Context: an optimization exercise on an open-source flow, tuned for small area. The choices shown serve that exercise and are no tape-out recipe. The RTL was checked by simulation tests, not by an equivalence proof against the original design.

==> v7 <==
Design coel_pid, start of the top module:
module coel_pid (
    input  wire               clk,
    input  wire               rst,         
    input  wire               start,
    input  wire        [1:0]  op,          
    output wire               ready,
    output reg                done,
    input  wire signed [31:0] fb_raw,
    input  wire signed [31:0] sp_in,       
    input  wire               sathi,
    input  wire               satlo,
    input  wire               hold,
    input  wire signed [31:0] preset_val,  
    input  wire        [2:0]  spsrc,
    input  wire               dmeas,
    input  wire        [3:0]  fbsh,
    input  wire        [5:0]  spsh,
    input  wire signed [31:0] spk,
    input  wire signed [31:0] spofs,
    input  wire signed [31:0] spmin,
    input  wire signed [31:0] spmax,
    input  wire        [30:0] slew,
    input  wire signed [31:0] kp,
    input  wire signed [31:0] ki,
    input  wire signed [31:0] kd,
    input  wire        [5:0]  shp,
    input  wire        [5:0]  shi,
    input  wire        [5:0]  shd,
    input  wire        [3:0]  fsh,
    input  wire signed [31:0] omin,
    input  wire signed [31:0] omax,
    output reg  signed [31:0] u,
    output reg  signed [31:0] sp,
    output reg  signed [31:0] fb,
    output wire signed [31:0] err,
    output reg  signed [47:0] integ,
    output reg                windup,
    output reg                osat,
    output wire               spsat,
    output wire               esat,
    output reg                cas_hi,
    output reg                cas_lo
);
clock: 150.0 ns
lec_check: 0
abc_area: 1
cap_margin: 20
core_margin: 2
core_utilization: 40
slew_margin: 20
standard.sh (not shown) runs the stock make flow with config.mk's settings and CLKGATE_MAP_FILE= SYNTH_SCRIPT=/design/flow/synth_recipe.tcl, a recipe that flattens the netlist after the stock synthesis.
==> flow/flow/run.sh <==
#!/bin/bash
set -euo pipefail
work=$(pwd)

# a copy of ORFS's scripts with the area-only ABC script, for synthesis
rm -rf "$work/synth_scripts"
cp -r "$FLOW_HOME/scripts" "$work/synth_scripts"
cp "$work/flow/abc_area.script" "$work/synth_scripts/abc_area.script"

bash standard.sh SCRIPTS_DIR="$work/synth_scripts" ABC_AREA=1 \
    "SYNTH_OPERATIONS_ARGS=-extra-map $work/flow/alu_ripple.v" synth \
    > "$work/synth.log" 2>&1

bash standard.sh finish > "$work/layout.log" 2>&1
==> flow/flow/abc_area.script <==
strash
dch
map -a
topo
stime -c
==> flow/flow/alu_ripple.v <==
(* techmap_celltype = "$alu" *)
module _80_alu_ripple (A, B, CI, BI, X, Y, CO);
  parameter A_SIGNED = 0;
  parameter B_SIGNED = 0;
  parameter A_WIDTH = 1;
  parameter B_WIDTH = 1;
  parameter Y_WIDTH = 1;
  (* force_downto *)
  input [A_WIDTH-1:0] A;
  (* force_downto *)
  input [B_WIDTH-1:0] B;
  (* force_downto *)
  output [Y_WIDTH-1:0] X, Y;
  input CI, BI;
  (* force_downto *)
  output [Y_WIDTH-1:0] CO;
  (* force_downto *)
  wire [Y_WIDTH-1:0] A_buf, B_buf;
  \$pos #(.A_SIGNED(A_SIGNED), .A_WIDTH(A_WIDTH), .Y_WIDTH(Y_WIDTH)) A_conv (.A(A), .Y(A_buf));
  \$pos #(.A_SIGNED(B_SIGNED), .A_WIDTH(B_WIDTH), .Y_WIDTH(Y_WIDTH)) B_conv (.A(B), .Y(B_buf));
  (* force_downto *)
  wire [Y_WIDTH-1:0] AA = A_buf;
  (* force_downto *)
  wire [Y_WIDTH-1:0] BB = BI ? ~B_buf : B_buf;
  (* force_downto *)
  wire [Y_WIDTH:0] C;
  assign C[0] = CI;
  genvar i;
  generate for (i = 0; i < Y_WIDTH; i = i + 1) begin : g
    assign Y[i] = AA[i] ^ BB[i] ^ C[i];
    assign C[i+1] = (AA[i] & BB[i]) | (AA[i] & C[i]) | (BB[i] & C[i]);
  end endgenerate
  assign X = AA ^ BB;
  assign CO = C[Y_WIDTH:1];
endmodule
==> v33 (differences from v7) <==
--- a/flow/design.v
+++ b/flow/design.v
@@ -57,29 +57,34 @@
     wire acc_op = start && idle;
     wire [1:0] prod = cnt[3:2];
     wire [1:0] step = cnt[1:0];
     wire c3  = (cnt == 5'd3);
     wire c7  = (cnt == 5'd7);
     wire c8  = (cnt == 5'd8);
+    wire c11 = (cnt == 5'd11);
     wire c15 = (cnt == 5'd15);
     wire fin = cnt[4];
     localparam [31:0] S32_MIN = 32'h8000_0000;
     wire [32:0] err_d;
     cp_add #(33) u_errd (.a({sp[31], sp}), .b(~{fb[31], fb}), .ci(1'b1), .s(err_d), .co());
     assign esat = err_d[32] ^ err_d[31];
     assign err  = esat ? {err_d[32], {31{~err_d[32]}}} : err_d[31:0];
     assign spsat = cas_hi | cas_lo;
-    wire [31:0] e_a = (dmeas && prod == 2'd1) ? 32'd0 : w_sp;
+    wire [31:0] base = st_first ? w_fb : sp;
+    wire [31:0] e_a = c3 ? base : (dmeas && prod == 2'd1) ? 32'd0 : w_sp;
+    wire [31:0] e_b = c3 ? {1'b0, slew} : w_fb;
     wire [32:0] e_d;
-    cp_add #(33) u_ed (.a({e_a[31], e_a}), .b(~{w_fb[31], w_fb}), .ci(1'b1), .s(e_d), .co());
-    wire e_ov = e_d[32] ^ e_d[31];
+    cp_add #(33) u_ed (.a({e_a[31], e_a}), .b(~{e_b[31], e_b}), .ci(1'b1), .s(e_d), .co());
+    wire e_ov = (e_d[32] ^ e_d[31]) & ~c3;
     wire [31:0] e_v = e_ov ? {e_d[32], {31{~e_d[32]}}} : e_d[31:0];
-    wire [32:0] x2 = st_dml ? {fb[31], fb} : ~{err[31], err};
-    wire        c2 = st_dml ? (fb == S32_MIN) : 1'b1;
+    wire [32:0] x2 = c3 ? {1'b0, slew, 1'b0} : st_dml ? {fb[31], fb} : ~{err[31], err};
+    wire        c2 = ~c3 & (st_dml ? (fb == S32_MIN) : 1'b1);
     wire [32:0] dx;
-    cp_add #(33) u_dx (.a({e_v[31], e_v}), .b(x2), .ci(c2), .s(dx), .co());
+    cp_add #(33) u_dx (.a({c3 ? e_d[32] : e_v[31], e_v}), .b(x2), .ci(c2), .s(dx), .co());
+    wire [32:0] sl_lo = e_d;
+    wire [32:0] sl_hi = dx;
     reg  [32:0] m_a;
     reg  [31:0] m_b;
     always @(*) begin
         case (prod)
             2'd0:    begin m_a = {sp_in[31], sp_in}; m_b = spk; end
             2'd1:    begin m_a = dx;                 m_b = st_first ? 32'd0 : kd; end
@@ -124,39 +129,37 @@
                 2'd1:    sh_s = shd;
                 2'd2:    sh_s = shp;
                 default: sh_s = shi;
             endcase
         end
     end
-    wire signed [64:0] sh_xx = {sh_x, 1'b0};
-    wire signed [64:0] sh_z  = sh_xx >>> sh_s;
+    wire [49:0] sh_z;            
+    cp_shr u_shr (.x(sh_x), .s(sh_s), .z(sh_z));
     wire [48:0] sh_y;
     cp_inc #(49) u_rnd (.a(sh_z[49:1]), .ci(sh_z[0]), .s(sh_y));
     wire [62:47] sh_ne = sh_x[62:47] ^ {16{sh_x[63]}};
     wire [15:0]  sh_sel = 16'hFFFF << sh_s[3:0];      
     wire sh_fit = (sh_s > 6'd15) | ~|(sh_ne & sh_sel);
     wire sh_ov  = ~sh_fit | (sh_y[48] ^ sh_y[47]);
     wire [47:0] y48 = (sh_ov && !c8) ? {sh_x[63], {47{~sh_x[63]}}} : sh_y[47:0];
     reg  [48:0] a1_b;
     always @(*) begin
         if (c3)           a1_b = {{17{spofs[31]}}, spofs};
         else if (c7)      a1_b = ~{st_df[47], st_df};
         else if (c8)      a1_b = {st_df[47], st_df};
-        else              a1_b = {{17{st_df[47]}}, st_df[47:16]};
-    end
-    wire a1_c = c7 | (cnt[3] & st_df[15]);
+        else if (c11)     a1_b = {{17{st_df[47]}}, st_df[47:16]};
+        else              a1_b = {integ[47], integ};
+    end
+    wire a1_c = c7 | (c11 & st_df[15]);
     wire [48:0] a1;
-    cp_add #(49) u_a1 (.a({y48[47], y48}), .b(a1_b), .ci(a1_c & ~c8), .s(a1), .co());
+    cp_add #(49) u_a1 (.a({y48[47], y48}), .b(a1_b), .ci(a1_c), .s(a1), .co());
     wire t0_big = ~((&a1[48:34]) | ~(|a1[48:34]));
     wire [47:0] di = y48;
-    wire [47:0] in_s;
-    cp_add #(48) u_in (.a(integ), .b(di), .ci(1'b0), .s(in_s), .co());
-    wire in_ov = (integ[47] == di[47]) && (in_s[47] != integ[47]);
-    wire [47:0] in_v = in_ov ? {integ[47], {47{~integ[47]}}} : in_s;
-    wire [47:0] isel = {m_acc, m_lo[15:0]};
-    wire [32:0] v_x  = c15 ? in_v[47:15] : isel[47:15];
+    wire [47:0] in_v = (a1[48] ^ a1[47]) ? {a1[48], {47{~a1[48]}}} : a1[47:0];
+    wire [47:0] in_k = {m_acc, m_lo[15:0]};
+    wire [32:0] v_x  = c15 ? in_v[47:15] : w_held ? integ[47:15] : in_k[47:15];
     wire [49:0] vs;
     cp_add #(50) u_vs (.a({q[48], q}), .b({{18{v_x[32]}}, v_x[32:1]}), .ci(v_x[0]), .s(vs), .co());
     wire v_big = ~((&vs[49:34]) | ~(|vs[49:34]));
     wire [34:0] cl_x = c3   ? a1[34:0] :
                        idle ? (op[0] ? {{3{preset_val[31]}}, preset_val} : 35'd0) :
                               vs[34:0];
@@ -170,41 +173,36 @@
     cp_lt #(32) u_cmm (.a(cl_hi), .b(cl_lo), .lt(cl_mm));
     wire cl_gt = cl_big ? ~cl_sign : cl_gt0;
     wire cl_lt = cl_big ?  cl_sign : cl_lt0;
     wire [31:0] cl_v = cl_gt ? cl_hi : cl_lt ? (cl_mm ? cl_hi : cl_lo) : cl_x[31:0];
     wire cl_out = cl_big | (cl_x != {{3{cl_v[31]}}, cl_v});
     wire [31:0] t_v  = cl_v;
-    wire [31:0] base = st_first ? w_fb : sp;
-    wire [32:0] sl_hi, sl_lo;
-    cp_add #(33) u_slh (.a({base[31], base}), .b({2'b00, slew}), .ci(1'b0), .s(sl_hi), .co());
-    cp_add #(33) u_sll (.a({base[31], base}), .b(~{2'b00, slew}), .ci(1'b1), .s(sl_lo), .co());
     wire t_gt_hi, t_lt_lo;
     cp_lt #(33) u_c4 (.a(sl_hi), .b({t_v[31], t_v}), .lt(t_gt_hi));
     cp_lt #(33) u_c5 (.a({t_v[31], t_v}), .b(sl_lo), .lt(t_lt_lo));
     wire slew_on = ((spsrc == 3'd0) || (spsrc == 3'd5)) && (slew != 31'd0);
     wire [31:0] spr_v = !slew_on ? t_v : t_gt_hi ? sl_hi[31:0] : t_lt_lo ? sl_lo[31:0] : t_v;
     wire di_pos = ~di[47] & (|di);
     wire di_neg = di[47];
     wire held = hold | (di_pos & (cl_gt | sathi)) | (di_neg & (cl_lt | satlo));
-    wire [47:0] isel_n = held ? integ : in_v;      
     always @(posedge clk) begin
         if (c15) begin
-            m_acc  <= isel_n[47:16];
-            m_lo   <= {m_t[7:0], isel_n[15:0]};
+            m_acc  <= in_v[47:16];
+            m_lo   <= {m_t[7:0], in_v[15:0]};
             w_held <= held;
         end else begin
             m_acc <= m_t[39:8];
             m_lo  <= {m_t[7:0], m_lo[23:8]};
         end
         if (idle) w_fb <= y48[47:16];
         if (c3) begin
             w_sp  <= spr_v;
             w_chi <= (cl_gt & ~spk[31]) | (cl_lt & spk[31]);
             w_clo <= (cl_lt & ~spk[31]) | (cl_gt & spk[31]);
         end
-        if (c7 || cnt == 5'd11) q <= a1;
+        if (c7 || c11) q <= a1;
         if (rst) begin
             cnt      <= 5'd0;
             done     <= 1'b0;
             st_df    <= 48'd0;
             st_first <= 1'b1;
             st_dml   <= 1'b0;
@@ -223,13 +221,13 @@
             else if (acc_op && op == 2'd0)  cnt <= 5'd1;
             if (c8) st_df <= a1[47:0];
             if (fin) begin
                 u        <= cl_v;
                 sp       <= w_sp;
                 fb       <= w_fb;
-                integ    <= isel;
+                if (!w_held) integ <= in_k;
                 windup   <= w_held;
                 osat     <= cl_out;
                 cas_hi   <= w_chi;
                 cas_lo   <= w_clo;
                 st_first <= 1'b0;
                 st_dml   <= dmeas;
@@ -277,6 +275,22 @@
 );
     wire one = d[1] ^ d[0];
     wire two = (d[2] & ~d[1] & ~d[0]) | (~d[2] & d[1] & d[0]);
     assign neg = d[2];
     assign x = (({34{one}} & a1) | ({34{two}} & a2)) ^ {34{neg}};
 endmodule
+module cp_shr (
+    input  wire [63:0] x,
+    input  wire [5:0]  s,
+    output wire [49:0] z
+);
+    wire [3:0] h2 = 4'd1 << s[5:4];
+    wire [3:0] h1 = 4'd1 << s[3:2];
+    wire [3:0] h0 = 4'd1 << s[1:0];
+    wire [112:0] xe = {{48{x[63]}}, x, 1'b0};
+    wire [64:0] w2 = ({65{h2[0]}} & xe[64:0])  | ({65{h2[1]}} & xe[80:16]) |
+                     ({65{h2[2]}} & xe[96:32]) | ({65{h2[3]}} & xe[112:48]);
+    wire [52:0] w1 = ({53{h1[0]}} & w2[52:0])  | ({53{h1[1]}} & w2[56:4]) |
+                     ({53{h1[2]}} & w2[60:8])  | ({53{h1[3]}} & w2[64:12]);
+    assign z       = ({50{h0[0]}} & w1[49:0])  | ({50{h0[1]}} & w1[50:1]) |
+                     ({50{h0[2]}} & w1[51:2])  | ({50{h0[3]}} & w1[52:3]);
+endmodule
--- a/flow/flow/run.sh
+++ b/flow/flow/run.sh
@@ -8,7 +8,10 @@
 cp "$work/flow/abc_area.script" "$work/synth_scripts/abc_area.script"
 
 bash standard.sh SCRIPTS_DIR="$work/synth_scripts" ABC_AREA=1 \
     "SYNTH_OPERATIONS_ARGS=-extra-map $work/flow/alu_ripple.v" synth \
     > "$work/synth.log" 2>&1
 
-bash standard.sh finish > "$work/layout.log" 2>&1
+bash standard.sh \
+    "BUFFER_PORTS_ARGS=-buffer_cell sky130_fd_sc_hd__buf_1" \
+    "CTS_ARGS=-sink_clustering_enable -repair_clock_nets -dont_use_dummy_load -buf_list {sky130_fd_sc_hd__clkbuf_4} -sink_clustering_size 8 -sink_clustering_max_diameter 30" \
+    finish > "$work/layout.log" 2>&1
==> flow/flow/abc_area.script (replaced) <==
strash
&get -n
&fraig -x
&put
dc2
dch -f
amap
strash
dch -f
amap
topo
stime -c
Settings changed: CORE_UTILIZATION 40 to 55.
==> comparison <==
- Of v7 and v33, v33 has the higher utilization (gap 13 points).
- Against v7, the final cell count of v33 is smaller by about 9%.
- Between v7 and v33, the lower sequential share of layout area is in v7 (gap 3.1 points).
- Against v33, the wire length of v7 is larger by about 5.5%.
- v7 finished clean. v33 finished clean.
- Against v33, the worst hold slack of v7 is better by 0.038 ns.
- Against v33, the clock skew of v7 is lower by 0.091 ns.
- Against v7, the register-to-register slack of v33 is better by 1.2 ns.
- In sequential cell count, v33 and v7 do not differ.
==> figures <==
Run status: v7 complete, no violations; v33 complete, no violations
Routing usage on met2: v7 59.46%; v33 74.12%
Cell with the largest stage delay on the worst path: v7 nand2_1; v33 nor4_1
Overall via count from detail_route: v7 44870; v33 46520
Latest clock arrival within the worst-skew pair: v7 0.66 ns; v33 0.93 ns
Slack of the critical path: v7 28.38 ns; v33 30.91 ns
DR WL met3: v7 21.45 mm; v33 30.42 mm
Number of global-route vias before repair: v7 41800; v33 41570
Non-clock buffer instance count of the final layout: v7 779; v33 807
Post-synthesis share of cell area spent on and, or, nand and nor gates: v7 13.80%; v33 17.64%
Transition time of the tightest slew-check pin: v7 1.269 ns; v33 1.343 ns
Wirelength, routed: v7 201.9 mm; v33 191.5 mm
Number of iterations in the first detailed-routing pass: v7 7; v33 13
Non-filler instance count after layout: v7 7332; v33 6636
Number of distinct standard cells referenced by the synthesized netlist: v7 42; v33 46
Area enclosed by the die boundary: v7 103200 µm²; v33 70350 µm²
Max Fanout on Critical Path: v7 64; v33 46
Register clock-pin slew on the reported worst setup and hold paths: v7 0.06 ns; v33 0.08 ns

## port drivers added, routing unchanged
The results above use ideal ports. As a check the final layouts listed here were re-extracted and re-timed, cells and wires unchanged.
Step 1 (the two cells are an assumption about what drives the block):
set clk [get_ports {clk}]
set_driving_cell -lib_cell sky130_fd_sc_hd__clkbuf_16 $clk
set_driving_cell -lib_cell sky130_fd_sc_hd__buf_2 [delete_from_list [all_inputs] $clk]
Step 2 times the ports against the registers' clock, not the clock port: input delays grow and output delays shrink by t, the midpoint of the rising clock arrivals with the driver on.
Three values: ideal, step 1, step 2; two values: the first two.
run	shift t [ns]	slack for setup (ns)	worst setup path after step 2	clock arrival spread, ns	worst slew at a driven data input, ns
v7	0.708	28.382 / 28.419 / 27.711	input to register	0.050 / 0.050	0.09
v33	0.921	30.912 / 30.951 / 30.030	input to register	0.139 / 0.138	0.10
After both steps every run listed still meets setup and hold. For v33, which loses most, drivers alone change the setup slack by +0.039 ns; drivers and shift together by -0.882 ns.
